This is an optimization exercise on Yosys and OpenROAD, whose aim is small area, not a production implementation. RTL that was checked went through simulation tests only; none was proved equivalent to the original. Power and IR drop assume default switching activity.

// chk_unit
module chk_unit (
    input  wire        clk,
    input  wire        rst,
    input  wire        f_valid,
    input  wire        f_sof,
    input  wire        f_eof,
    input  wire [2:0]  f_ctx,
    input  wire [7:0]  f_data,
    output reg         v_valid,
    output reg  [2:0]  v_ctx,
    output reg  [1:0]  v_res,
    output reg         v_cfg,
    input  wire        reg_we,
    input  wire        reg_re,
    input  wire [2:0]  reg_ctx,
    input  wire [3:0]  reg_addr,
    input  wire [31:0] reg_wdata,
    output wire [31:0] reg_rdata
);
    localparam NCTX = 8;
    localparam A_CFG   = 4'd0;
    localparam A_COV   = 4'd1;
    localparam A_FLD   = 4'd2;
    localparam A_CONST = 4'd3;
    localparam A_STAT  = 4'd6;
    localparam A_PASS  = 4'd7;
    localparam A_FAIL  = 4'd8;
    localparam A_ALIVE = 4'd9;
    localparam A_LOST  = 4'd10;
    localparam A_CAUSE = 4'd11;
    localparam R_PASS     = 2'd0;
    localparam R_MISMATCH = 2'd1;
    localparam R_REPEAT   = 2'd2;
  ...
Size: about 6100 cells after synthesis, ~96 I/O pins, roughly 91000 sq um of cells after synthesis.
export LEC_CHECK = 0
export CAP_MARGIN = 20
export CORE_MARGIN = 2
export CORE_UTILIZATION = 55
export SLEW_MARGIN = 20
create_clock -name core_clock -period 12.0 [get_ports {clk}]
standard.sh (not shown) runs the stock make flow with config.mk's settings and CLKGATE_MAP_FILE= SYNTH_SCRIPT=/design/flow/synth_recipe.tcl, a recipe that flattens the netlist after the stock synthesis.
==> flow/flow/run.sh <==
#!/bin/bash
# Own layout flow: the standard flow (standard synthesis, floorplan, power
# grid, placement, routing) with two changes:
#  - the clock tree is built from clkbuf_8 cells driving clusters of at most
#    18 flip-flops, without the dummy loads CTS adds to balance its levels;
#  - the input and output ports are buffered with buf_2 cells.
# Each tool's full output stays in the ORFS logs under orfs/logs; the make
# run's own output goes to standard.log in this folder.
set -euo pipefail
export CTS_ARGS="-sink_clustering_enable -repair_clock_nets -sink_clustering_size 18 -sink_clustering_max_diameter 50 -buf_list sky130_fd_sc_hd__clkbuf_8 -dont_use_dummy_load"
export BUFFER_PORTS_ARGS="-buffer_cell sky130_fd_sc_hd__buf_2"
bash standard.sh finish > standard.log 2>&1
Rerun with:
Settings changed: CAP_MARGIN 20 to 10, CORE_UTILIZATION 55 to 65, PLACE_DENSITY set to 0.72, SLEW_MARGIN 20 to 10.
Effect: Power fell by 0.97%; critical path depth fell by 9; first-iteration DRC count rose by 20%; global-route usage rose by 4.7 points; sequential power hardly moves; cell count fell by 3.9%.
Rerun with:
==> flow/run.sh (new file) <==
#!/bin/bash
# synth_recipe.tcl (not shown) runs the flow's synth.tcl, then flattens the netlist and writes it again
# the make line also repeats each setting of config.mk as NAME=value (left out here)
make -C /OpenROAD-flow-scripts/flow DESIGN_CONFIG=/design/flow/config.mk WORK_HOME=/design/flow/orfs CLKGATE_MAP_FILE= SYNTH_SCRIPT=/design/flow/synth_recipe.tcl finish
Settings changed: CAP_MARGIN 10 to 20, CORE_UTILIZATION 65 to 55, CTS_BUF_LIST set to sky130_fd_sc_hd__clkbuf_8, CTS_CLUSTER_DIAMETER set to 50, CTS_CLUSTER_SIZE set to 18, PLACE_DENSITY 0.72 to unset, SLEW_MARGIN 10 to 20.
removed: flow/flow/run.sh
removed: flow/standard.sh
The new run passed the timing, DRC and antenna checks.
Synthesized area does not change.
Die area is higher by about 18%.
Cell count is higher by 5.8%.
Worst hold slack stays flat.
Design area is higher by 2.8%.
Flip-flop and latch count stays the same.
Maximum frequency is higher by 2.6%.
Via count is lower by 0.73%.
Clock skew is lower by 70 ps.
Sequential share of layout area is lower by 1.8 points.
Rerun with:
Settings changed: CTS_BUF_LIST sky130_fd_sc_hd__clkbuf_8 to sky130_fd_sc_hd__clkbuf_16, CTS_CLUSTER_DIAMETER 50 to 60, CTS_CLUSTER_SIZE 18 to 30.
Sequential share of layout area goes down by 0.69 points.
Cell area goes up slightly.
Routed wire length is about the same.
Clock-buffer cell count goes down by 39.
Critical path depth stays the same.
Global-route usage hardly moves.
Setup slack degrades by 87 ps.
Synthesized area is unchanged.
Rerun with:
==> flow/flow/run.sh (new file) <==
#!/bin/bash
# Own layout flow: the standard flow (standard synthesis, floorplan, power
# grid, placement, routing) with these changes:
#  - the clock tree is built from clkbuf_8 cells driving clusters of at most
#    18 flip-flops, without the dummy loads CTS adds to balance its levels;
#  - the input and output ports are buffered with buf_1 cells;
#  - after global routing, gates off the critical paths are downsized
#    (repair_timing -recover_power 100).
# Each tool's full output stays in the ORFS logs under orfs/logs; the make
# run's own output goes to standard.log in this folder.
set -euo pipefail
export CTS_ARGS="-sink_clustering_enable -repair_clock_nets -sink_clustering_size 18 -sink_clustering_max_diameter 50 -buf_list sky130_fd_sc_hd__clkbuf_8 -dont_use_dummy_load"
export BUFFER_PORTS_ARGS="-buffer_cell sky130_fd_sc_hd__buf_1"
export RECOVER_POWER=100
bash standard.sh finish > standard.log 2>&1
==> flow/standard.sh (new file) <==
#!/bin/bash
# synth_recipe.tcl (not shown) runs the flow's synth.tcl, then flattens the netlist and writes it again
# the make line also repeats each setting of config.mk as NAME=value (left out here)
make -C /OpenROAD-flow-scripts/flow DESIGN_CONFIG=/design/flow/config.mk WORK_HOME=/design/flow/orfs CLKGATE_MAP_FILE= SYNTH_SCRIPT=/design/flow/synth_recipe.tcl "${@:-finish}"
Settings changed: CAP_MARGIN 20 to 10, CORE_UTILIZATION 55 to 65, CTS_BUF_LIST sky130_fd_sc_hd__clkbuf_16 to unset, CTS_CLUSTER_DIAMETER 60 to unset, CTS_CLUSTER_SIZE 30 to unset, PLACE_DENSITY set to 0.72, SLEW_MARGIN 20 to 10.
removed: flow/run.sh
After rerunning: With this change the flow finished but failed the layout checks on max-capacitance violations, max-slew violations. Global-route usage climbs by 4.2 points. Final area drops by a few percent. Worst setup slack degrades by 1300 ps. First-iteration DRC count rises by roughly a tenth. Worst hold slack improved by 54 ps. Clock skew climbs by 58 ps. Wire length shrinks by a few percent. Core utilization went up by 7.9 points. Via count is higher slightly. Register-to-register slack loses 1300 ps. Total power falls by roughly a tenth.
No functional check of the RTL was part of any run of this note.

---

## west
Another version of the RTL of chk_unit (not shown whole).
Size: ~6000 cells after synthesis, about 2100 flip-flops, ~96 I/O pins, about 90000 µm² of cells after synthesis.
## chk_unit
module chk_unit (
    input  wire        clk,
    input  wire        rst,
    input  wire        f_valid,
    input  wire        f_sof,
    input  wire        f_eof,
    input  wire [2:0]  f_ctx,
    input  wire [7:0]  f_data,
    output reg         v_valid,
    output reg  [2:0]  v_ctx,
    output reg  [1:0]  v_res,
    output reg         v_cfg,
    input  wire        reg_we,
    input  wire        reg_re,
    input  wire [2:0]  reg_ctx,
    input  wire [3:0]  reg_addr,
    input  wire [31:0] reg_wdata,
    output wire [31:0] reg_rdata
);
    localparam NCTX = 8;
    localparam A_CFG   = 4'd0;
    localparam A_COV   = 4'd1;
    localparam A_FLD   = 4'd2;
    localparam A_CONST = 4'd3;
    localparam A_STAT  = 4'd6;
    localparam A_PASS  = 4'd7;
    localparam A_FAIL  = 4'd8;
    localparam A_ALIVE = 4'd9;
    localparam A_LOST  = 4'd10;
    localparam A_CAUSE = 4'd11;
    localparam R_PASS     = 2'd0;
    localparam R_MISMATCH = 2'd1;
    localparam R_REPEAT   = 2'd2;
    localparam R_GAP      = 2'd3;
    function [7:0] crc8_byte(input [7:0] c, input [7:0] b);
        integer i;
        reg [7:0] r;
        begin
            r = c;
  ...
export LEC_CHECK = 0
export CAP_MARGIN = 10
export CORE_MARGIN = 2
export CORE_UTILIZATION = 70
export PLACE_DENSITY = 0.76
export SLEW_MARGIN = 10
create_clock -name core_clock -period 12.0 [get_ports {clk}]
==> flow/flow/run.sh <==
#!/bin/bash
# Own layout flow: the standard flow (standard synthesis, floorplan, power
# grid, placement, routing) with two changes:
#  - the clock tree is built from clkbuf_8 cells driving clusters of at most
#    18 flip-flops, without the dummy loads CTS adds to balance its levels;
#  - the input and output ports are buffered with buf_1 cells.
# Each tool's full output stays in the ORFS logs under orfs/logs; the make
# run's own output goes to standard.log in this folder.
set -euo pipefail
export CTS_ARGS="-sink_clustering_enable -repair_clock_nets -sink_clustering_size 18 -sink_clustering_max_diameter 50 -buf_list sky130_fd_sc_hd__clkbuf_8 -dont_use_dummy_load"
export BUFFER_PORTS_ARGS="-buffer_cell sky130_fd_sc_hd__buf_1"
bash standard.sh finish > standard.log 2>&1
west: done, clean on timing, DRC and antenna
The inputs of east differ from those of west as listed below.
==> flow/flow/run.sh <==
#!/bin/bash
# Own layout flow: the standard flow (standard synthesis, floorplan, power
# grid, placement, routing) with two changes:
#  - the clock tree is built from clkbuf_8 cells driving clusters of at most
#    18 flip-flops, without the dummy loads CTS adds to balance its levels;
#  - the input and output ports are buffered with buf_2 cells.
# Each tool's full output stays in the ORFS logs under orfs/logs; the make
# run's own output goes to standard.log in this folder.
set -euo pipefail
export CTS_ARGS="-sink_clustering_enable -repair_clock_nets -sink_clustering_size 18 -sink_clustering_max_diameter 50 -buf_list sky130_fd_sc_hd__clkbuf_8 -dont_use_dummy_load"
export BUFFER_PORTS_ARGS="-buffer_cell sky130_fd_sc_hd__buf_2"
bash standard.sh finish > standard.log 2>&1
-- flow/config.mk --
<<< west, line 9
export CORE_MARGIN = 2
export CORE_UTILIZATION = 70
export PLACE_DENSITY = 0.76
export SLEW_MARGIN = 10
>>> east, line 9
export CORE_MARGIN = 2
export CORE_UTILIZATION = 65
export PLACE_DENSITY = 0.72
export SLEW_MARGIN = 10
## What came out
- Diff west -> east: starting density of the core decreased by 5.1 points relative to the old numbers; sequential share of layout area decreased by 0.27 points relative to the old numbers; total of max-cap violations closely matched the old numbers.
- Global-route usage: east < west
- Worst hold slack came out lower on east than on west.
- Summary: with west as the reference, cell area in east moved up slightly.
- Total routed wire length on the met1 layer: east > west
- Going from west to east, the standby leakage power was found to have gone up by 1.1%.
- Via total after detailed routing (lower): east

## afterwards: timing with drivers on the ports
No port has a modelled driver above. Below, the same layouts with a new extraction and two added sets of constraints.
Step 1: set_driving_cell puts a clkbuf_16 on clk and a buf_2 on each other input, an assumption about the parent block.
Step 2 adds t to the input delays and takes it off the output delays; t is the mean of the earliest and latest rising clock arrival at the registers after step 1. Input paths then give back, and output paths get back, about the clock's delay inside the block.
Slacks: no drivers / after step 1 / after step 2; pairs: no drivers / after step 1.
run	t (ns)	setup WS [ns]	worst slew at a driven data input, ns	cell pins on the clock port's net
the first run of note 1	1.039	2.826 / 2.826 / 2.826	0.28	1
the second run of note 1	0.987	2.565 / 2.565 / 2.565	0.18	1
the third run of note 1	1.071	2.806 / 2.806 / 2.806	0.26	1
the fourth run of note 1	0.892	2.719 / 2.719 / 2.719	0.26	1
the fifth run of note 1	0.982	1.417 / 1.417 / 1.417	0.20	1
west	1.023	2.575 / 2.575 / 2.575	0.19	1
east	0.976	2.560 / 2.560 / 2.560	0.27	1
